Source: an optimization exercise on an open RTL-to-GDS flow (aim: small area and a short achievable clock period). Production flows keep margins and buffers that such runs may drop.
Only simulation tests tie the RTL to the original design; equivalence was not proved.
Power figures rest on the tool's default switching activity, not on a simulated workload.

### config.mk
export PLATFORM = sky130hd
export DESIGN_NAME = glade_shf
export DESIGN_NICKNAME = glade_shf
export VERILOG_FILES = /design/flow/design.v
export SDC_FILE = /design/flow/constraint.sdc
export NUM_CORES = 4
export LEC_CHECK = 0
export ABC_AREA = 1
export CAP_MARGIN = 30
export CORE_MARGIN = 2
export CORE_UTILIZATION = 40
export PLACE_DENSITY = 0.6
export SETUP_SLACK_MARGIN = 5
export SLEW_MARGIN = 35
export SYNTH_HIERARCHICAL = 1
export SYNTH_MINIMUM_KEEP_SIZE = 0
### constraint.sdc
create_clock -name core_clock -period 11.0 [get_ports {clk}]
set_input_delay 2.2000 -clock core_clock [delete_from_list [all_inputs] [get_ports {clk}]]
set_output_delay 2.2000 -clock core_clock [all_outputs]
set_load 0.01 [all_outputs]
### design.v
module glade_shf (
    input  wire        clk,
    input  wire        rst,
    input  wire        trig,
    input  wire [3:0]  op,
    input  wire [63:0] a,
    input  wire [63:0] bsrc,
    input  wire [63:0] t,
    output reg  [63:0] q,
    output reg         err
);
    integer i;
    wire op_sll    = (op == 4'd0);
    wire op_srl    = (op == 4'd1);
    wire op_sra    = (op == 4'd2);
    wire op_rol    = (op == 4'd3);
    wire op_ror    = (op == 4'd4);
    wire op_bfextu = (op == 4'd5);
    wire op_bfexts = (op == 4'd6);
    wire op_bfins  = (op == 4'd7);
    wire op_brev   = (op == 4'd8);
    wire op_bswap  = (op == 4'd9);
    wire op_clz    = (op == 4'd10);
    wire op_ctz    = (op == 4'd11);
    wire op_popc   = (op == 4'd12);
    wire op_resv   = (op[3:2] == 2'b11) & (op[1:0] != 2'b00);
    wire [5:0] n     = t[5:0];
    wire       big   = |t[63:6];
    wire [6:0] w     = t[14:8];
    wire       fbad  = (|t[7:6]) | (|t[63:15]) | (w[6] & (|w[5:0]));
    wire       op_bf = op_bfextu | op_bfexts | op_bfins;
    wire       bad   = op_resv | (op_bf & fbad);
    wire       en    = trig & ~rst & ~bad;
    wire       hold  = ~rst & ~(trig & ~bad);
    wire       left = op_sll | op_rol | op_bfins;
    reg  [5:0] r;
    always @(*) begin
        r[0] = n[0];
        for (i = 1; i < 6; i = i + 1)
            r[i] = n[i] ^ (left & (|(n & ((6'd1 << i) - 6'd1))));
    end
    wire [63:0] src = op_bfins ? bsrc : a;
    wire [63:0] rot;
    glade_shf_rot u_rot (.src(src), .r(r), .rot(rot));
    wire [6:0] S   = {1'b0, n} + w;
    wire [6:0] neg = 7'd64 - {1'b0, n};
    wire op_bfext = op_bfextu | op_bfexts;
    wire e_64  = en & (op_rol | op_ror | (op_sll & ~big) | (op_bfins & S[6]));
    wire e_neg = en & (((op_srl | op_sra) & ~big) | (op_bfext & S[6]));
    wire e_w   = en & op_bfext & ~S[6];
    wire e_s   = en & op_bfins & ~S[6];
    wire [6:0] E = ({7{e_64}} & 7'd64) | ({7{e_neg}} & neg) | ({7{e_w}} & w) | ({7{e_s}} & S);
    wire [5:0] L = {6{en & (op_sll | op_bfins)}} & n;
    function automatic [63:0] ge6(input [5:0] x);
        reg [63:0] g;
        integer k, j;
        begin
            g = 64'd0;
            g[0] = 1'b1;
            for (k = 0; k < 6; k = k + 1)
                for (j = 0; j < 32; j = j + 1)
                    if (j < (1 << k)) begin
                        g[(1 << k) + j] = ~x[k] | g[j];
                        g[j]            = ~x[k] & g[j];
                    end
            ge6 = g;
        end
    endfunction
    wire [63:0] GL = ge6(L);
    wire [63:0] GE = ge6(E[5:0]);
    wire [63:0] mk = GL & ({64{E[6]}} | ~GE);
    wire [63:0] a_up = {a[62:0], 1'b0};
    wire        sign;
    glade_shf_sign u_sign (.a_up(a_up), .a63(a[63]), .S(S), .wnz(|w), .sign(sign));
    reg  [63:0] u;
    always @(*)
        for (i = 0; i < 64; i = i + 1)
            u[i] = op_clz ? t[63 - i] : t[i];
    wire [6:0] tz_v;
    glade_shf_ctz u_ctz (.u(u), .z(tz_v));
    wire [6:0] cnt = {7{op_clz | op_ctz}} & tz_v;
    wire f_sc  = en & ((op_sra & a[63]) | (op_bfexts & sign));
    wire f_a   = en & op_bfins;
    wire f_rev = en & op_brev;
    wire f_bsw = en & op_bswap;
    wire f_cnt = en;
    wire f_pc  = en & op_popc;
    reg [63:0] base;
    reg        fl;
    always @(*) begin
        for (i = 0; i < 64; i = i + 1) begin
            fl = f_sc | (f_a & a[i]) | (f_rev & t[63 - i]) | (f_bsw & t[8*(7 - i/8) + i%8]) | (hold & q[i]);
            if (i < 7) fl = fl | (f_cnt & cnt[i]);
            base[i] = mk[i] ? rot[i] : fl;
        end
    end
    wire [6:0] res_lo;
    glade_shf_popc u_popc (.t(t), .f_pc(f_pc), .base(base[6:0]), .res(res_lo));
    wire [63:0] res = {base[63:7], res_lo};
    always @(posedge clk) begin
        q   <= res;
        err <= ~rst & trig & bad;
    end
endmodule
module glade_shf_popc (
    input  wire [63:0] t,
    input  wire        f_pc,
    input  wire [6:0]  base,
    output wire [6:0]  res
);
    wire [2:0] pc_g0;
    glade_shf_cnt4 u_pc_g0 (.x(t[3:0]), .c(pc_g0));
    wire [2:0] pc_g1;
    glade_shf_cnt4 u_pc_g1 (.x(t[7:4]), .c(pc_g1));
    wire pc_1, pc_2; assign {pc_2, pc_1} = t[10] + t[11] + t[12];
    wire pc_3, pc_4; assign {pc_4, pc_3} = t[13] + t[14] + t[15];
    wire pc_5, pc_6; assign {pc_6, pc_5} = t[16] + t[17] + t[18];
    wire pc_7, pc_8; assign {pc_8, pc_7} = t[19] + t[20] + t[21];
    wire pc_9, pc_10; assign {pc_10, pc_9} = t[22] + t[23] + t[24];
    wire pc_11, pc_12; assign {pc_12, pc_11} = t[25] + t[26] + t[27];
    wire pc_13, pc_14; assign {pc_14, pc_13} = t[28] + t[29] + t[30];
    wire pc_15, pc_16; assign {pc_16, pc_15} = t[31] + t[32] + t[33];
    wire pc_17, pc_18; assign {pc_18, pc_17} = t[34] + t[35] + t[36];
    wire pc_19, pc_20; assign {pc_20, pc_19} = t[37] + t[38] + t[39];
    wire pc_21, pc_22; assign {pc_22, pc_21} = t[40] + t[41] + t[42];
    wire pc_23, pc_24; assign {pc_24, pc_23} = t[43] + t[44] + t[45];
    wire pc_25, pc_26; assign {pc_26, pc_25} = t[46] + t[47] + t[48];
    wire pc_27, pc_28; assign {pc_28, pc_27} = t[49] + t[50] + t[51];
    wire pc_29, pc_30; assign {pc_30, pc_29} = t[52] + t[53] + t[54];
    wire pc_31, pc_32; assign {pc_32, pc_31} = t[55] + t[56] + t[57];
    wire pc_33, pc_34; assign {pc_34, pc_33} = t[58] + t[59] + t[60];
    wire pc_35, pc_36; assign {pc_36, pc_35} = t[61] + t[62] + t[63];
    wire pc_37, pc_38; assign {pc_38, pc_37} = t[8] + t[9] + pc_1;
    wire pc_39, pc_40; assign {pc_40, pc_39} = pc_11 + pc_13 + pc_15;
    wire pc_41, pc_42; assign {pc_42, pc_41} = pc_17 + pc_19 + pc_21;
    wire pc_43, pc_44; assign {pc_44, pc_43} = pc_23 + pc_25 + pc_27;
    wire pc_45, pc_46; assign {pc_46, pc_45} = pc_29 + pc_3 + pc_31;
    wire pc_47, pc_48; assign {pc_48, pc_47} = pc_33 + pc_35 + pc_5;
    wire pc_49, pc_50; assign {pc_50, pc_49} = pc_7 + pc_9 + pc_g0[0];
    wire pc_51, pc_52; assign {pc_52, pc_51} = pc_g1[0] + pc_37 + pc_39;
    wire pc_53, pc_54; assign {pc_54, pc_53} = pc_41 + pc_43 + pc_45;
    wire pc_55, pc_56; assign {pc_56, pc_55} = pc_47 + pc_49 + pc_51;
    wire pc_57, pc_58; assign {pc_58, pc_57} = pc_10 + pc_12 + pc_14;
    wire pc_59, pc_60; assign {pc_60, pc_59} = pc_16 + pc_18 + pc_2;
    wire pc_61, pc_62; assign {pc_62, pc_61} = pc_20 + pc_22 + pc_24;
    wire pc_63, pc_64; assign {pc_64, pc_63} = pc_26 + pc_28 + pc_30;
    wire pc_65, pc_66; assign {pc_66, pc_65} = pc_32 + pc_34 + pc_36;
    wire pc_67, pc_68; assign {pc_68, pc_67} = pc_4 + pc_6 + pc_8;
    wire pc_69, pc_70; assign {pc_70, pc_69} = pc_g0[1] + pc_g1[1] + pc_38;
    wire pc_71, pc_72; assign {pc_72, pc_71} = pc_40 + pc_42 + pc_44;
    wire pc_73, pc_74; assign {pc_74, pc_73} = pc_46 + pc_48 + pc_57;
    wire pc_75, pc_76; assign {pc_76, pc_75} = pc_59 + pc_61 + pc_63;
    wire pc_77, pc_78; assign {pc_78, pc_77} = pc_65 + pc_67 + pc_50;
    wire pc_79, pc_80; assign {pc_80, pc_79} = pc_52 + pc_54 + pc_69;
    wire pc_81, pc_82; assign {pc_82, pc_81} = pc_71 + pc_73 + pc_75;
    wire pc_83, pc_84; assign {pc_84, pc_83} = pc_77 + pc_56 + pc_79;
    wire pc_85, pc_86; assign {pc_86, pc_85} = pc_g0[2] + pc_g1[2] + pc_58;
    wire pc_87, pc_88; assign {pc_88, pc_87} = pc_60 + pc_62 + pc_64;
    wire pc_89, pc_90; assign {pc_90, pc_89} = pc_66 + pc_68 + pc_70;
    wire pc_91, pc_92; assign {pc_92, pc_91} = pc_72 + pc_74 + pc_76;
    wire pc_93, pc_94; assign {pc_94, pc_93} = pc_85 + pc_87 + pc_78;
    wire pc_95, pc_96; assign {pc_96, pc_95} = pc_80 + pc_82 + pc_89;
    wire pc_97, pc_98; assign {pc_98, pc_97} = pc_91 + pc_93 + pc_84;
    wire pc_99, pc_100; assign {pc_100, pc_99} = pc_86 + pc_88 + pc_90;
    wire pc_101, pc_102; assign {pc_102, pc_101} = pc_92 + pc_94 + pc_99;
    wire pc_103, pc_104; assign {pc_104, pc_103} = pc_96 + pc_101;
    wire pc_105, pc_106; assign {pc_106, pc_105} = pc_100 + pc_102;
    wire [5:0] pc_ra = {pc_106, pc_104, pc_98, pc_95, pc_81, pc_53};
    wire [5:0] pc_rb = {1'b0, pc_105, pc_103, pc_97, pc_83, pc_55};
    wire [6:0] popc_v_full = pc_ra + pc_rb;
    wire [6:0] popc_v = popc_v_full[6:0];
    assign res = base | ({7{f_pc}} & popc_v);
endmodule
module glade_shf_rot (
    input  wire [63:0] src,
    input  wire [5:0]  r,
    output wire [63:0] rot
);
    wire [63:0] s0 = r[0] ? {src[0],    src[63:1]}  : src;
    wire [63:0] s1 = r[1] ? {s0[1:0],   s0[63:2]}   : s0;
    wire [63:0] s2 = r[2] ? {s1[3:0],   s1[63:4]}   : s1;
    wire [63:0] s3 = r[3] ? {s2[7:0],   s2[63:8]}   : s2;
    wire [63:0] s4 = r[4] ? {s3[15:0],  s3[63:16]}  : s3;
    assign rot = r[5] ? {s4[31:0], s4[63:32]}  : s4;
endmodule
module glade_shf_ctz (
    input  wire [63:0] u,
    output wire [6:0]  z
);
    integer i;
    reg [63:0] v0;
    reg [31:0] v1; reg [31:0]   p1;
    reg [15:0] v2; reg [31:0]   p2;
    reg [7:0]  v3; reg [23:0]   p3;
    reg [3:0]  v4; reg [15:0]   p4;
    reg [1:0]  v5; reg [9:0]    p5;
    reg        v6; reg [5:0]    p6;
    always @(*) begin
        v0 = u;
        for (i = 0; i < 32; i = i + 1) begin
            v1[i] = v0[2*i] | v0[2*i+1];
            p1[i] = ~v0[2*i];
        end
        for (i = 0; i < 16; i = i + 1) begin
            v2[i] = v1[2*i] | v1[2*i+1];
            p2[2*i +: 2] = v1[2*i] ? {1'b0, p1[2*i]} : {1'b1, p1[2*i+1]};
        end
        for (i = 0; i < 8; i = i + 1) begin
            v3[i] = v2[2*i] | v2[2*i+1];
            p3[3*i +: 3] = v2[2*i] ? {1'b0, p2[4*i +: 2]} : {1'b1, p2[4*i+2 +: 2]};
        end
        for (i = 0; i < 4; i = i + 1) begin
            v4[i] = v3[2*i] | v3[2*i+1];
            p4[4*i +: 4] = v3[2*i] ? {1'b0, p3[6*i +: 3]} : {1'b1, p3[6*i+3 +: 3]};
        end
        for (i = 0; i < 2; i = i + 1) begin
            v5[i] = v4[2*i] | v4[2*i+1];
            p5[5*i +: 5] = v4[2*i] ? {1'b0, p4[8*i +: 4]} : {1'b1, p4[8*i+4 +: 4]};
        end
        v6 = v5[0] | v5[1];
        p6 = v5[0] ? {1'b0, p5[4:0]} : {1'b1, p5[9:5]};
    end
    assign z = {~v6, p6 & {6{v6}}};
endmodule
module glade_shf_sign (
    input  wire [63:0] a_up,
    input  wire        a63,
    input  wire [6:0]  S,
    input  wire        wnz,
    output wire        sign
);
    assign sign = wnz & (S[6] ? a63 : a_up[S[5:0]]);
endmodule
module glade_shf_cnt4 (input wire [3:0] x, output reg [2:0] c);
    always @(*)
        case (x)
            4'd0: c = 3'd0;
            4'd1: c = 3'd1;
            4'd2: c = 3'd1;
            4'd3: c = 3'd2;
            4'd4: c = 3'd1;
            4'd5: c = 3'd2;
            4'd6: c = 3'd2;
            4'd7: c = 3'd3;
            4'd8: c = 3'd1;
            4'd9: c = 3'd2;
            4'd10: c = 3'd2;
            4'd11: c = 3'd3;
            4'd12: c = 3'd2;
            4'd13: c = 3'd3;
            4'd14: c = 3'd3;
            4'd15: c = 3'd4;
        endcase
endmodule
### flow/run.sh
#!/bin/bash
# The standard layout (standard.sh, all ORFS steps to finish) with two changes:
# - synthesis is ORFS's synth.tcl run by synth_recipe.tcl as usual, except that
#   abc maps the rotator, trailing-zero count and field-sign modules
#   (glade_shf_rot, glade_shf_ctz, glade_shf_sign) with flow/abc_rot.script
#   (area-oriented amap) and the other modules with ORFS's own abc script;
#   registers are mapped before abc, so they are the standard synthesis's;
# - the buffers that buffer_ports puts on every input and output port are
#   sky130_fd_sc_hd__buf_1 cells rather than the resizer's default choice
#   (clkdlybuf4s50_1, a slow delay cell); the timing repair can still resize them.
# make's output goes to flow_make.log; each ORFS step logs under orfs/logs/.
set -euo pipefail
here=$(pwd)
amap_mods="glade_shf_rot glade_shf_ctz glade_shf_sign"
other_mods="glade_shf glade_shf_popc glade_shf_cnt4"
sed "s#^\( *\)log_cmd abc {\*}\$abc_args\$#\1log_cmd abc {*}[lreplace \$abc_args 1 1 $here/flow/abc_rot.script] $amap_mods\n\1log_cmd abc {*}\$abc_args $other_mods#" \
  "$FLOW_HOME/scripts/synth.tcl" > my_synth_core.tcl
grep -q "abc_rot.script\] $amap_mods" my_synth_core.tcl
grep -q "abc_args $other_mods" my_synth_core.tcl
sed "s#source \$::env(SCRIPTS_DIR)/synth.tcl#source $here/my_synth_core.tcl#" synth_recipe.tcl > my_synth.tcl
grep -q "my_synth_core.tcl" my_synth.tcl
sed "s#SYNTH_SCRIPT=[^ ]*#SYNTH_SCRIPT=$here/my_synth.tcl#" standard.sh > my_standard.sh
grep -q "SYNTH_SCRIPT=$here/my_synth.tcl" my_standard.sh
export BUFFER_PORTS_ARGS="-buffer_cell sky130_fd_sc_hd__buf_1"
bash my_standard.sh > flow_make.log 2>&1
### flow/abc_rot.script
strash
dch
amap -m
topo
stime -c
buffer -c
upsize -c
dnsize -c
### standard.sh
#!/bin/bash
# synth_recipe.tcl (not shown) runs the flow's synth.tcl, then flattens the netlist and writes it again
# the make line also repeats each setting of config.mk as NAME=value (left out here)
make -C /OpenROAD-flow-scripts/flow DESIGN_CONFIG=/design/flow/config.mk WORK_HOME=/design/flow/orfs CLKGATE_MAP_FILE= SYNTH_SCRIPT=/design/flow/synth_recipe.tcl "${@:-finish}"
==> flow_metrics.tcl, run 1 <==
set metrics [dict create \
    yosys_warnings 9 \
    r2r-start "q[48]" \
    tightest_slew_ns 0.942 \
    synth_edf_count 0 \
    finalSetupViolCount 0 \
    avgRoutedWirePerCell_um 29.9 \
    critPathBufInv 4 \
    post_dp_cell_area_um2 15700 \
    grt_start_max_net_pins 101 \
    h-tree-depth 3 \
    yosysTopAreaCell "nand2_1" \
    core-area_um2 35700 \
    placed_cells 2955 \
    dp_hpwl_um 71500 \
    cts.sinks 65 \
    power_leakage_nw 7.44 \
    syn-cell-area_um2 14600 \
    start_util_pct 40.8 \
    layout_common_cells "704 x nand2_1, 260 x o22a_1, 241 x buf_1" \
    hold_start "q[63]" \
    wl_um 89800 \
    fmax_mhz 168 \
    postSynthAreaPerCell_um2 6.16 \
    grt_pass1_vias 17710 \
    grt_usage_pct 45.0 \
    timing_hold_violations_final 0 \
    drc 0 \
    finalMaxSlewViolations 0 \
    critPathMaxFanout 12 \
    antenna_found_initial 2 \
    period_needed_ns 5.95 \
    status "finished clean" \
    worst-endpoint-arrival_ns 6.17 \
    worstSkewPairLatency_ns 0.37 \
    grt-ovfl-total 0 \
    relSlewSlack_pct 37.1 \
    drt_iter0_markers 2938 \
    synth_cell_type_count 66 \
    cts_tree "done" \
    die-width_um 195 \
    cts.path.max_buffers 2 \
    drt_pass1_iterations 9 \
    synth_cells 2371 \
    maxCapViolations 0 \
    hold_end "q[63]" \
    drive_gt1_share_pct 9.70 \
    numCtsBuffers 9 \
    cts_root_buf "clkbuf_16" \
    holdPathStages 2 \
    path_class "in2reg" \
    viasPerCell 6.65 \
    dieArea_um2 38000 \
    die_h_um 195 \
    yosys_register_bits 65 \
    clock_skew_ns 0 \
    drtAntennaViolNets 0 \
    tns_ns 0 \
    instances_no_fill 2998 \
    vias 19934 \
    synth-async-reset-ratio_pct 0 \
    power_density_nw_per_um2 135 \
    area_growth_pct 14.1 \
    reg2reg_to "q[48]" \
    io_pins 264 \
    stdcell_area_um2 16600 \
    synth-main-ff-cell "dfxtp_1" \
    synthTopCellsByArea "nand2_1 18%, o22a_1 16%, dfxtp_1 8.9%" \
    worst_setup_path_start_kind "input port" \
    hold_class "reg2reg" \
    cts_hold_buffers 0 \
    final_common_cell "nand2_1" \
    reg2reg_slack_ns 9.63 \
    reg2reg_depth 6 \
    crit_top_cell "nand2_1" \
    grt_pass1_wl_um 124000 \
    gp_congestion 1.08 \
    worst_slack_ns 5.05 \
    crit_family "compound AO/OA/AOI/OAI gates" \
    ir_drop_mv 0.429 \
    power.total_w 0.00225 \
    rows 69 \
    io_buffers 263 \
    rsz0062_at_grt "yes" \
    syn_nets 2645 \
    min_period_over_period_pct 54.1 \
    synth-seq-area-share_pct 8.92 \
    max_stage_delay_ns 0.46 \
    cp_cell_sequence "buf_1, buf_4, ha_1, nand2_1, nor2_1, nor2_1, xnor2_2, inv_1, nand2_1, a31oi_1, a311oi_1, o32ai_2, o221a_1, nand3_1, nand2_1, nand2_4, buf_12, nand2_1, a21oi_2, o221ai_1, nand2_1, nand2_1" \
    dp_slack_ns 3.07 \
    yosysTopAreaCellShare_pct 18.3 \
    slowest_stage "xnor2_2" \
    nNetsFinal 2804 \
    clk_pin_slew_ns 0.06 \
    crit_path_end_kind "flip-flop" \
    critical_path_required_ns 11.22 \
]
## Yosys stat by module (local to each module, per instance)
module,area [um^2],flops+latches
glade_shf_ctz,668,0
glade_shf_rot,3410,0
glade_shf,8170,65
glade_shf_sign,541,0
glade_shf_popc,1550,0
glade_shf_cnt4,128,0
## state kept, by name, summed over array words and instances, names as in the netlist
| signal | flops |
|---|---|
| q | 64 |
| err | 1 |
## cell families after synthesis
logic type	share of synthesized area (%)
flops	8.92
buf+inv	11.2
other cells	0.0257
fa+ha+maj	9.16
compound gates	36.2
simple gates	34.0
xor+xnor	0.540
## timing repair
action                                 4_1_cts  5_1_grt
setup endpoints to repair                   64       55
endpoints found under the hold margin        0        0
pin swaps                                    2        7
gates cloned                                 4        3
buffers inserted                             9        9
gates resized for setup                     66       40
## metal layers
metal	GRT usage (%)	share of wire, %	vias up
li1	-	-	8733
met1	59.0	39	9306
met2	65.2	40	1542
met3	12.5	13	351
met4	27.9	8.0	2
met5	0	0.014	-
## area by class of cell
type	count	area, um^2
Antenna cell	2	5.00
Clock buffer	9	225
Clock inverter	7	77.6
Fill cell	3890	19100
Inverter	228	905
Multi-Input combinational cell	1917	12000
Sequential cell	65	1300
Tap cell	461	577
Timing Repair Buffer	308	1590
Timing Repair inverter	1	7.51
## how the worst max path moves through the flow
stage	from	end	slack, ns	cells after the start
after floorplan	t[10]	q[5]	5.03	15
after global placement	t[1]	q[2]	3.23	20
after detailed placement	t[1]	q[2]	3.07	20
after CTS	t[11]	q[6]	5.00	17
after global routing	op[3]	q[1]	4.95	22
final	t[2]	q[48]	5.05	22
## power by group
part	leakage [nW]	total (W)	internal, W	switching [W]
Sequential	0.528	0.000271	0.000251	0.0000194
Clock	0.146	0.000320	0.000178	0.000142
Combinational	6.76	0.00166	0.000651	0.00101
Total	7.44	0.00225	0.00108	0.00117
## synthesized netlist by cell type, types with 33 or more instances
cell and count:
o21ai_0 63, fa_1 53, nand3_1 139, nor2_1 155, inv_2 33, o221ai_1 49
nand2_1 710, o22ai_1 128, a21oi_1 82, clkbuf_1 117, inv_1 189, dfxtp_1 65
o22a_1 260
## per-stage QoR
| step | hold WS (ns) | util, % |
|---|---|---|
| 6_report | 0.550 | 46.6 |
| 5_1_grt | 0.550 | 46.6 |
| 4_1_cts | 0.526 | 45.8 |
| 3_5_place_dp | 0.509 | 43.9 |
| 3_3_place_gp | 0.508 | 43.8 |
| 2_1_floorplan | 0.504 | - |
## worst register-to-register path, cell delays in order (launching register included)
cell and delay, ns:
dfxtp_1 0.31, nand2_1 0.06, nand2_1 0.09, a21oi_2 0.26, o221ai_1 0.27, nand2_1 0.13, nand2_1 0.11
==> run 2, diff against run 1 <==
--- a/config.mk
+++ b/config.mk
@@ -9,7 +9,7 @@
 export CAP_MARGIN = 30
 export CORE_MARGIN = 2
 export CORE_UTILIZATION = 40
-export PLACE_DENSITY = 0.6
+export PLACE_DENSITY = 0.5
 export SETUP_SLACK_MARGIN = 5
 export SLEW_MARGIN = 35
 export SYNTH_HIERARCHICAL = 1
==> flow_metrics.tcl, run 2 <==
set metrics [dict create \
    grt_pass1_vias 17660 \
    rows 69 \
    worst_setup_path_start_kind "input port" \
    cts_tree "done" \
    worst-endpoint-arrival_ns 6.35 \
    min_period_over_period_pct 54.9 \
    crit_path_start "t[8]" \
    reg2reg_to "q[37]" \
    largest_register_ffs 64 \
    antenna_found_initial 6 \
    largest-register "q" \
    drc 0 \
    h-tree-depth 3 \
    yosysTopAreaCellShare_pct 18.3 \
    drive_gt1_share_pct 10.2 \
    cts_hold_buffers 0 \
    multi_input_area_um2 12100 \
    n_fill_cell 3985 \
    dp_hpwl_um 72700 \
    finalSetupViolCount 0 \
    fmax_mhz 166 \
    drtAntennaViolNets 0 \
    vias 20032 \
    hold_class "reg2reg" \
    r2r-start "q[37]" \
    critical_path_required_ns 11.31 \
    core-area_um2 35700 \
    synthTopCellsByCount "710 x nand2_1, 260 x o22a_1, 189 x inv_1" \
    die_h_um 195 \
    max_stage_delay_ns 0.44 \
    clk_pin_slew_ns 0.07 \
    cts_root_buf "clkbuf_16" \
    drt_pass1_iterations 10 \
    tightest_slew_ns 0.964 \
    numCtsBuffers 9 \
    crit_family "compound AO/OA/AOI/OAI gates" \
    viasPerCell 6.68 \
    crit_top_cell "nand2_1" \
    area_growth_pct 14.5 \
    finalMaxSlewViolations 0 \
    timing_hold_violations_final 0 \
    maxCapViolations 0 \
    grt_usage_pct 45.7 \
    syn-cell-area_um2 14600 \
    yosys_register_bits 65 \
    nNetsFinal 2802 \
    largestRegisters "q (64), err (1)" \
    yosysTopAreaCell "nand2_1" \
    holdWs_ns 0.503 \
    grt-ovfl-total 0 \
    gp_congestion 1.14 \
    tns_ns 0 \
    seq_area_um2 1300 \
    die-width_um 195 \
    synth_cell_type_count 66 \
    period_needed_ns 6.04 \
    cp_cell_sequence "buf_4, ha_4, inv_1, fa_1, xnor2_2, buf_6, clkinvlp_4, a221oi_1, a311oi_2, o32ai_4, o221a_1, nand3_1, nand2_1, nand2_4, clkinvlp_4, buf_4, a221oi_2, o211ai_1, nand2_1, nand2_1" \
    drt_iter0_markers 3277 \
    grt_start_max_net_pins 116 \
    start_util_pct 40.8 \
    reg2reg_slack_ns 9.48 \
    timing.critical_path.to "q[29]" \
    critPathBufInv 6 \
    yosys_warnings 9 \
    ir_drop_mv 0.277 \
    avgRoutedWirePerCell_um 30.6 \
    cts.sinks 65 \
    status "finished clean" \
    clock_skew_ns 0 \
    final_common_cell "nand2_1" \
    synth_edf_count 0 \
    cts.path.max_buffers 2 \
    slowest_stage "o32ai_4" \
    io_buffers 263 \
    wl_um 91900 \
    synthTopCellsByArea "nand2_1 18%, o22a_1 16%, dfxtp_1 8.9%" \
    power_leakage_nw 7.41 \
    synth-seq-area-share_pct 8.92 \
    relSlewSlack_pct 35.7 \
    io_pins 264 \
    synth-async-reset-ratio_pct 0 \
    dieArea_um2 38000 \
    yosysMostFrequentCell "nand2_1" \
    postSynthAreaPerCell_um2 6.16 \
    syn_nets 2645 \
    crit_path_end_kind "flip-flop" \
    grt_pass1_wl_um 126000 \
    path_class "in2reg" \
    power_density_nw_per_um2 142 \
    layout_common_cells "705 x nand2_1, 260 x o22a_1, 241 x buf_1" \
    rsz0062_at_grt "yes" \
    synth-main-ff-cell "dfxtp_1" \
    synth_cells 2371 \
    cp.depth 20 \
    worstSkewPairLatency_ns 0.37 \
    reg2reg_depth 6 \
    critPathMaxFanout 12 \
]
## run 2: changes by cell type in the layout (fill, tap and decap cells not counted), sizes merged, moves of 2 or more
cell / delta
inv: -2
clkinv: -2
clkbuf: +3
bufbuf: -2
## run 2: routing by layer
| layer | global-route usage [%] | routed length (um) | vias up |
|---|---|---|---|
| li1 | - | - | 8717 |
| met3 | 16.5 | 13400 | 320 |
| met5 | 0 | 22 | - |
| met1 | 60.4 | 36300 | 9424 |
| met4 | 24.9 | 6270 | 4 |
| met2 | 64.3 | 35900 | 1567 |
## run 2: worst min-delay path by stage
stage | startpoint | end | slack [ns] | cells after the start
CTS | q[31] | q[31] | 0.50 | 2
global route | q[31] | q[31] | 0.57 | 2
detailed placement | q[31] | q[31] | 0.49 | 2
floorplan | q[31] | q[31] | 0.50 | 2
global placement | q[31] | q[31] | 0.48 | 2
finish | q[31] | q[31] | 0.50 | 2
## run 2: kinds of logic (layout without fill, tap and decap cells)
group           after synthesis  in the layout  share of synthesized area (%)
compound gates              713            713                           36.2
xor+xnor                      9              9                          0.540
fa+ha+maj                    75             75                           9.16
buf+inv                     389            551                           11.2
flops                        65             65                           8.92
other cells                   1              4                         0.0257
simple gates               1119           1119                           34.0
## run 2: area by class of cell
class	count	share of cell area, %
multi-input cells	1917	72.1
repair buffers	306	9.11
flip-flops and latches	65	7.79
clock inverters	5	0.509
well taps	461	3.45
inverters	228	5.46
repair inverters	1	0.0449
clock buffers	11	1.45
diodes	3	0.0449
## run 2: per-module statistics from Yosys (local to each module, per instance)
module          flops+latches  area (um^2)  copies in the design
glade_shf_cnt4              0          128                     2
glade_shf_ctz               0          668                     1
glade_shf_popc              0         1550                     1
glade_shf                  65         8170                     1
glade_shf_sign              0          541                     1
glade_shf_rot               0         3410                     1
## run 2: timing repair
| item | in CTS | in global routing |
|---|---|---|
| setup endpoints to repair | 64 | 64 |
| cloned | 2 | 3 |
| resized for setup | 52 | 52 |
| endpoints found under the hold margin | 0 | 0 |
| pin swaps | 4 | 23 |
| setup buffers | 10 | 7 |
## run 2: power by group
| part | internal [W] | leakage (nW) | switching (W) |
|---|---|---|---|
| registers | 0.000251 | 0.528 | 0.0000239 |
| logic | 0.000696 | 6.73 | 0.00105 |
| clock network | 0.000207 | 0.157 | 0.000144 |
## run 2: through the flow
step	std cells	util, %	total power [W]	area (um^2)	worst slack (ns)
detailed placement	2956	44.0	0.00181	15700	2.97
floorplan	2371	-	0.00134	14600	5.03
global route	2994	46.7	0.00250	16700	4.95
CTS	2984	45.7	0.00220	16300	5.01
global placement	2955	43.9	0.00181	15700	2.33
finish	2997	46.7	0.00238	16700	4.96
## run 2: worst min-delay path: stages, from the launching register on
cell,delay [ns]
dfxtp_1,0.31
nand2_1,0.06
a31oi_1,0.08
==> run 3, diff against run 2 <==
--- a/flow/run.sh
+++ b/flow/run.sh
@@ -1,9 +1,9 @@
 #!/bin/bash
 # The standard layout (standard.sh, all ORFS steps to finish) with two changes:
 # - synthesis is ORFS's synth.tcl run by synth_recipe.tcl as usual, except that
-#   abc maps the rotator, trailing-zero count and field-sign modules
-#   (glade_shf_rot, glade_shf_ctz, glade_shf_sign) with flow/abc_rot.script
-#   (area-oriented amap) and the other modules with ORFS's own abc script;
+#   abc maps every module but the population count (glade_shf_popc) with
+#   flow/abc_rot.script (amap, weighted towards area) and glade_shf_popc with
+#   ORFS's own abc script;
 #   registers are mapped before abc, so they are the standard synthesis's;
 # - the buffers that buffer_ports puts on every input and output port are
 #   sky130_fd_sc_hd__buf_1 cells rather than the resizer's default choice
@@ -11,8 +11,8 @@
 # make's output goes to flow_make.log; each ORFS step logs under orfs/logs/.
 set -euo pipefail
 here=$(pwd)
-amap_mods="glade_shf_rot glade_shf_ctz glade_shf_sign"
-other_mods="glade_shf glade_shf_popc glade_shf_cnt4"
+amap_mods="glade_shf_rot glade_shf_ctz glade_shf_sign glade_shf_cnt4 glade_shf"
+other_mods="glade_shf_popc"
 sed "s#^\( *\)log_cmd abc {\*}\$abc_args\$#\1log_cmd abc {*}[lreplace \$abc_args 1 1 $here/flow/abc_rot.script] $amap_mods\n\1log_cmd abc {*}\$abc_args $other_mods#" \
   "$FLOW_HOME/scripts/synth.tcl" > my_synth_core.tcl
 grep -q "abc_rot.script\] $amap_mods" my_synth_core.tcl
==> flow/abc_rot.script (replaced) <==
strash
dch
amap -m -Q 3
topo
stime -c
buffer -c
upsize -c
dnsize -c
--- a/config.mk
+++ b/config.mk
@@ -9,7 +9,7 @@
 export CAP_MARGIN = 30
 export CORE_MARGIN = 2
 export CORE_UTILIZATION = 40
-export PLACE_DENSITY = 0.5
+export PLACE_DENSITY = 0.6
 export SETUP_SLACK_MARGIN = 5
 export SLEW_MARGIN = 35
 export SYNTH_HIERARCHICAL = 1
==> flow_metrics.tcl, run 3 <==
set metrics [dict create \
    synthTopCellsByArea "o22a_1 17%, o22ai_1 12%, dfxtp_1 9.6%" \
    crit_path_end_kind "flip-flop" \
    timing_hold_violations_final 0 \
    clk_pin_slew_ns 0.06 \
    hold_start "q[50]" \
    maxCapViolations 0 \
    rows 67 \
    multi_input_area_um2 11100 \
    largestRegisters "q (64), err (1)" \
    dp_hpwl_um 65600 \
    tns_ns 0 \
    holdPathStages 2 \
    reg2reg_slack_ns 9.64 \
    wl_met3_um 10700 \
    synth_edf_count 0 \
    numCtsBuffers 9 \
    hold_class "reg2reg" \
    reg2reg_to "q[7]" \
    rsz0062_at_grt "no" \
    ir_drop_mv 0.683 \
    gp_congestion 1.05 \
    avgRoutedWirePerCell_um 33.3 \
    yosysTopAreaCell "o22a_1" \
    period_needed_ns 6.02 \
    finalSetupViolCount 0 \
    cts_root_buf "clkbuf_16" \
    start_util_pct 40.6 \
    wl_um 81300 \
    hold_end "q[50]" \
    synth-async-reset-ratio_pct 0 \
    largest_register_ffs 64 \
    status "finished clean" \
    synthTopCellsByCount "263 x inv_1, 261 x o22ai_1, 260 x o22a_1" \
    nNetsFinal 2263 \
    final_util_pct 47.1 \
    cts.sinks 65 \
    synth_cells 1850 \
    power.total_w 0.00219 \
    drt_pass1_iterations 9 \
    postSynthAreaPerCell_um2 7.36 \
    grt_usage_pct 44.0 \
    core-area_um2 33500 \
    r2r-start "q[7]" \
    worstSkewPairLatency_ns 0.35 \
    io_buffers 263 \
    drtAntennaViolNets 0 \
    n_fill_cell 3566 \
    syn-cell-area_um2 13600 \
    drive_gt1_share_pct 10.5 \
    worst-endpoint-arrival_ns 6.26 \
    power_density_nw_per_um2 139 \
    power_leakage_nw 5.76 \
    die_h_um 189 \
    critPathMaxFanout 12 \
    cts_hold_buffers 0 \
    vias 18067 \
    yosys_register_bits 65 \
    reg2reg_depth 2 \
    synth_cell_type_count 86 \
    final_common_cell "o22a_1" \
    finalMaxSlewViolations 0 \
    dr_wl_met2_um 33100 \
    drc 0 \
    viasPerCell 7.40 \
    worst_setup_path_start_kind "input port" \
    path_class "in2reg" \
    tightest_slew_ns 1.02 \
    grt_pass1_vias 16251 \
    clock_skew_ns 0 \
    dieArea_um2 35500 \
    min_period_over_period_pct 54.7 \
    wl_met1_um 32600 \
    relSlewSlack_pct 31.2 \
    antenna_cells 0 \
    largest-register "q" \
    grt_pass1_wl_um 115000 \
    syn_nets 2124 \
    fmax_mhz 166 \
    cts.path.max_buffers 2 \
    critical_path_required_ns 11.24 \
    routed.top_layer "met4" \
    grt_start_max_net_pins 93 \
    yosysMostFrequentCell "inv_1" \
    h-tree-depth 3 \
    grt-ovfl-total 0 \
    drt_iter0_markers 2777 \
    die-width_um 189 \
    io_pins 264 \
    area_growth_pct 15.9 \
    antenna_found_initial 0 \
    synth-seq-area-share_pct 9.56 \
    yosys_warnings 9 \
    layout_common_cells "260 x o22a_1, 256 x o22ai_1, 249 x buf_1" \
    seq_area_um2 1300 \
    synth-main-ff-cell "dfxtp_1" \
    yosysTopAreaCellShare_pct 16.7 \
    cts_tree "done" \
]
[run 3: logic make-up (layout without fill, tap and decap cells)]
kind of cell | after synthesis | after routing | synth area share [%]
adders and majority gates | 75 | 75 | 9.81
and+or+nand+nor | 288 | 288 | 11.5
buffers and inverters | 465 | 609 | 13.6
AOI/OAI and AO/OA | 946 | 946 | 54.5
muxes | 6 | 6 | 0.496
DFF | 65 | 65 | 9.56
other | 1 | 1 | 0.0275
xor gates and xnor gates | 4 | 4 | 0.459
[run 3: through the flow]
stage | hold slack (ns) | worst slack [ns] | std cells | instance area, um^2
4_1_cts | 0.575 | 5.00 | 2442 | 15500
2_1_floorplan | 0.583 | 5.03 | 1850 | 13600
3_5_place_dp | 0.564 | 3.61 | 2423 | 14900
3_3_place_gp | 0.552 | 3.42 | 2423 | 14900
5_1_grt | 0.629 | 4.99 | 2442 | 15800
6_report | 0.583 | 4.98 | 2442 | 15800
[run 3: Yosys stat by module (local to each module, per instance)]
module          cells inside  times used  area (um^2)
glade_shf               1006           1         7180
glade_shf_rot            468           1         3410
glade_shf_popc           163           1         1550
glade_shf_ctz            113           1          717
glade_shf_sign            74           1          548
glade_shf_cnt4            13           2          106
[run 3: layout make-up]
type / instances / area share [%]
multi-input cells: 1320 / 70.3
well taps: 448 / 3.55
clock buffers: 10 / 1.45
flip-flops and latches: 65 / 8.25
clock inverters: 6 / 0.428
inverters: 288 / 7.19
repair buffers: 305 / 8.88
[run 3: critical path: stages]
cell and delay, ns:
buf_1 0.12, inv_1 0.39, nand4_1 0.12, or4_1 0.61, nor4_2 0.45, a22oi_1 0.19, nor3_4 0.33, a222oi_1 0.19
buf_4 0.23, nor2_4 0.27, inv_2 0.07, o21ai_1 0.37, nand3_1 0.33, o2bb2a_1 0.38
[run 3: repair_timing]
action / 4_1_cts / 5_1_grt
gates resized for setup: 77 / 66
endpoints found under the setup margin: 64 / 64
pin swaps: 0 / 6
cloned: 0 / 0
buffers inserted: 3 / 0
[run 3: worst max-delay path by stage]
| stage | slack, ns | startpoint | end | cells after the start |
|---|---|---|---|---|
| floorplan | 5.03 | t[10] | q[5] | 15 |
| global placement | 3.42 | t[1] | q[10] | 15 |
| detailed placement | 3.61 | t[1] | q[10] | 15 |
| CTS | 5.00 | t[10] | q[6] | 17 |
| global route | 4.99 | op[1] | q[0] | 14 |
| finish | 4.98 | t[26] | q[27] | 14 |
[run 3: metal layers]
metal | up-vias | track usage (%)
li1 | 7725 | -
met1 | 8594 | 60.4
met2 | 1467 | 64.0
met3 | 281 | 11.1
met4 | 0 | 21.3
met5 | - | 0
[run 3: power breakdown]
| part | internal [W] | switching, W |
|---|---|---|
| Clock | 0.000177 | 0.000127 |
| Combinational | 0.000643 | 0.000968 |
| Sequential | 0.000253 | 0.0000233 |
==> run 4, diff against run 3 <==
==> flow/run.sh (replaced) <==
#!/bin/bash
# The standard layout (standard.sh, all ORFS steps to finish) with two changes:
# - synthesis is ORFS's synth.tcl run by synth_recipe.tcl as usual, except that
#   abc maps the rotator, trailing-zero count, field-sign and nibble-count
#   modules with flow/abc_blocks.script (area-only amap), the top module with
#   flow/abc_top.script (amap weighted towards area) and the population count
#   (glade_shf_popc) with ORFS's own abc script; registers are mapped before
#   abc, so they are the standard synthesis's;
# - the buffers that buffer_ports puts on every input and output port are
#   sky130_fd_sc_hd__buf_1 cells rather than the resizer's default choice
#   (clkdlybuf4s50_1, a slow delay cell); the timing repair can still resize them.
# make's output goes to flow_make.log; each ORFS step logs under orfs/logs/.
set -euo pipefail
here=$(pwd)
block_mods="glade_shf_rot glade_shf_ctz glade_shf_sign glade_shf_cnt4"
top_mods="glade_shf"
other_mods="glade_shf_popc"
sed "s#^\( *\)log_cmd abc {\*}\$abc_args\$#\1log_cmd abc {*}[lreplace \$abc_args 1 1 $here/flow/abc_blocks.script] $block_mods\n\1log_cmd abc {*}[lreplace \$abc_args 1 1 $here/flow/abc_top.script] $top_mods\n\1log_cmd abc {*}\$abc_args $other_mods#" \
  "$FLOW_HOME/scripts/synth.tcl" > my_synth_core.tcl
grep -q "abc_blocks.script\] $block_mods" my_synth_core.tcl
grep -q "abc_top.script\] $top_mods" my_synth_core.tcl
grep -q "abc_args $other_mods" my_synth_core.tcl
sed "s#source \$::env(SCRIPTS_DIR)/synth.tcl#source $here/my_synth_core.tcl#" synth_recipe.tcl > my_synth.tcl
grep -q "my_synth_core.tcl" my_synth.tcl
sed "s#SYNTH_SCRIPT=[^ ]*#SYNTH_SCRIPT=$here/my_synth.tcl#" standard.sh > my_standard.sh
grep -q "SYNTH_SCRIPT=$here/my_synth.tcl" my_standard.sh
export BUFFER_PORTS_ARGS="-buffer_cell sky130_fd_sc_hd__buf_1"
bash my_standard.sh > flow_make.log 2>&1
==> flow/abc_blocks.script (new file) <==
strash
dch
amap -m
topo
stime -c
buffer -c
upsize -c
dnsize -c
==> flow/abc_top.script (new file) <==
strash
dch
amap -m -Q 3
topo
stime -c
buffer -c
upsize -c
dnsize -c
removed: flow/abc_rot.script
==> flow_metrics.tcl, run 4 <==
set metrics [dict create \
    status "finished clean" \
    power_leakage_nw 5.78 \
    drt_pass1_iterations 9 \
    dp_hpwl_um 61800 \
    holdWs_ns 0.572 \
    area_growth_pct 16.9 \
    grt_pass1_vias 16043 \
    maxCapViolations 0 \
    fmax_mhz 167 \
    postSynthAreaPerCell_um2 7.29 \
    clk_pin_slew_ns 0.06 \
    dieArea_um2 35300 \
    drive_gt1_share_pct 11.8 \
    drtAntennaViolNets 0 \
    synth_cell_type_count 81 \
    viasPerCell 7.41 \
    wl_um 79300 \
    tightest_slew_ns 1.08 \
    worst_setup_path_start_kind "input port" \
    worst-endpoint-arrival_ns 6.25 \
    worstSkewPairLatency_ns 0.35 \
    largestRegisters "q (64), err (1)" \
    critPathBufInv 7 \
    clock_skew_ns 0 \
    synth-main-ff-cell "dfxtp_1" \
    die_h_um 188 \
    ir_drop_mv 0.244 \
    yosys_register_bits 65 \
    critPathMaxFanout 10 \
    h-tree-depth 3 \
    reg2reg_slack_ns 9.62 \
    placed_cells 2430 \
    power_frac_comb_pct 73.5 \
    largest-register "q" \
    synth-async-reset-ratio_pct 0 \
    instances_no_fill 2472 \
    seqPwrFrac_pct 12.0 \
    rsz0062_at_grt "yes" \
    synth-seq-area-share_pct 9.61 \
    antenna_found_initial 6 \
    cts.path.max_buffers 2 \
    hold_class "reg2reg" \
    rows 67 \
    yosysTopAreaCell "o22a_1" \
    dr_wl_met2_um 31700 \
    slowest_stage "fa_1" \
    wl_met3_um 12000 \
    largest_register_ffs 64 \
    power_density_nw_per_um2 145 \
    avgRoutedWirePerCell_um 32.1 \
    io_buffers 263 \
    synthTopCellsByArea "o22a_1 17%, o22ai_1 12%, dfxtp_1 9.6%" \
    crit_family "compound AO/OA/AOI/OAI gates" \
    worst_slack_ns 5.00 \
    grt_usage_pct 42.2 \
    die-width_um 188 \
    n_fill_cell 3436 \
    final_common_cell "o22a_1" \
    io_pins 264 \
    swShare_pct 50.6 \
    cts.sinks 65 \
    synth_cells 1859 \
    synth_edf_count 0 \
    finalSetupViolCount 0 \
    cts_root_buf "clkbuf_16" \
    drt_iter0_markers 3248 \
    numCtsBuffers 9 \
    vias 18309 \
    period_needed_ns 6.00 \
    syn_nets 2133 \
    routed.top_layer "met5" \
    nNetsFinal 2288 \
    relSlewSlack_pct 27.8 \
    gp_congestion 1.13 \
    layout_common_cells "264 x o22a_1, 253 x o22ai_1, 241 x buf_1" \
    syn-cell-area_um2 13500 \
    synthTopCellsByCount "264 x o22a_1, 258 x o22ai_1, 246 x inv_1" \
    finalMaxSlewViolations 0 \
    grt_start_max_net_pins 128 \
    p_int_w 0.00114 \
    timing_hold_violations_final 0 \
    dp_slack_ns 3.27 \
    p_clk_share_pct 14.5 \
    grt_pass1_wl_um 110000 \
    cp_cell_sequence "buf_2, ha_1, inv_1, fa_1, clkinvlp_4, buf_12, buf_12, o221ai_1, nand3_1, nand2_1, a31oi_1, a311oi_2, o32ai_4, o221a_1, a31oi_2, nor4_4, clkbuf_16, inv_2, o221ai_1, a2111o_1, mux2_1, a21o_1" \
    start_util_pct 40.5 \
    path_class "in2reg" \
    core-area_um2 33400 \
    yosys_warnings 9 \
    drc 0 \
    wl_met1_um 30100 \
    grt-ovfl-total 0 \
    yosysTopAreaCellShare_pct 17.1 \
    yosysMostFrequentCell "o22a_1" \
    min_period_over_period_pct 54.5 \
    tns_ns 0 \
    critical_path_required_ns 11.25 \
    final_util_pct 47.3 \
    cts_tree "done" \
    switching_power_w 0.00116 \
    crit_path_end_kind "flip-flop" \
    max_stage_delay_ns 0.54 \
]
==> run 4: cell count changes in the layout (fill, tap and decap cells not counted), sizes merged, moves of 4 or more <==
cell and delta:
o22a +4, o221ai -13, inv -21, nor3 +7, nand2 +8, nor2 +29, clkinvlp +5, buf +7
clkbuf +7, diode +5, or4 -8, a22oi +25
==> run 4: repair_timing <==
action	CTS	global route
gates cloned	0	3
resized for setup	56	93
pin swaps	5	35
hold buffers	0	0
setup buffers	7	10
setup endpoints to repair	64	50
==> run 4: cell type report <==
type / count / area, um^2 / share of cell area [%]
Multi-Input combinational cell: 1347 / 11000 / 69.2
Timing Repair Buffer: 319 / 1580 / 9.98
Sequential cell: 65 / 1300 / 8.22
Inverter: 272 / 1090 / 6.87
Tap cell: 448 / 561 / 3.54
Clock buffer: 10 / 239 / 1.51
Clock inverter: 6 / 91.3 / 0.577
Antenna cell: 5 / 12.5 / 0.0790
==> run 4: kinds of logic (layout without fill, tap and decap cells) <==
family,count (synthesis),in the layout,synth area share (%)
and+or+nand+nor,320,320,12.4
buffers and inverters,447,607,13.1
other,1,6,0.0277
DFF,65,65,9.61
adders and majority gates,75,75,9.87
AOI/OAI and AO/OA,941,941,54.2
muxes,6,6,0.499
xor gates and xnor gates,4,4,0.259
==> run 4: path summary, 6_finish.rpt <==
kind,from,end,depth (start not counted)
max,t[8],q[0],22
min,q[43],q[43],2
max reg2reg,q[29],q[29],2
min reg2reg,q[43],q[43],2
==> run 4: Yosys stat by module, one instance, submodules excluded <==
module	area [um^2]	cells inside	times used	flip-flops and latches
glade_shf	7180	1006	1	65
glade_shf_rot	3410	468	1	0
glade_shf_popc	1550	163	1	0
glade_shf_sign	541	74	1	0
glade_shf_cnt4	97.6	15	2	0
glade_shf_ctz	668	118	1	0
==> run 4: worst register-to-register path, cell delays in order (launching register included) <==
cell and delay (ns):
dfxtp_1 0.42, a2111oi_1 0.54, a2bb2o_1 0.32
==> run 4: layer usage <==
metal | global-route usage, % | vias up
li1 | - | 7761
met1 | 55.2 | 8600
met2 | 61.3 | 1609
met3 | 13.7 | 337
met4 | 22.7 | 2
met5 | 0 | -
==> run 4: metrics by stage <==
stage               total power [W]  area, um^2
finish                      0.00230       15800
global route                0.00243       15800
CTS                         0.00209       15400
detailed placement          0.00172       14800
global placement            0.00171       14800
floorplan                   0.00129       13600
==> run 4: power by group through the flow <==
stage	clock, W	combinational [W]	sequential, W
2_1_floorplan	0	0.00102	0.000274
3_3_place_gp	0	0.00143	0.000279
3_5_place_dp	0	0.00144	0.000279
4_1_cts	0.000329	0.00148	0.000274
5_1_grt	0.000339	0.00181	0.000275
6_report	0.000334	0.00169	0.000276

## static timing again, ports no longer ideal
No port has a modelled driver above. Below, the same layouts with a new extraction and two added sets of constraints.
Step 1, drivers: a clkbuf_16 drives clk and a buf_2 each remaining input, both assumed.
Step 2 moves the port delays by t, midway between the first and last clock arrival at a register: inputs arrive t later, outputs are due t later. That takes back most of the time a late clock gives input paths.
a / b / c = ideal / step 1 / step 2; a / b = the first two.
| run | t (ns) | setup WS [ns] | hold slack, ns |
|---|---|---|---|
| run 1 | 0.411 | 5.050 / 5.077 / 4.665 | 0.550 / 0.550 / 0.550 |
| run 2 | 0.424 | 4.962 / 4.993 / 4.569 | 0.503 / 0.503 / 0.503 |
| run 3 | 0.395 | 4.979 / 5.003 / 4.608 | 0.583 / 0.583 / 0.583 |
| run 4 | 0.399 | 5.000 / 5.013 / 4.614 | 0.572 / 0.572 / 0.572 |
After both steps setup and hold are still met in every run listed. The setup slack of run 2, which loses most, moves by +0.031 ns with the drivers and by -0.393 ns with both steps.
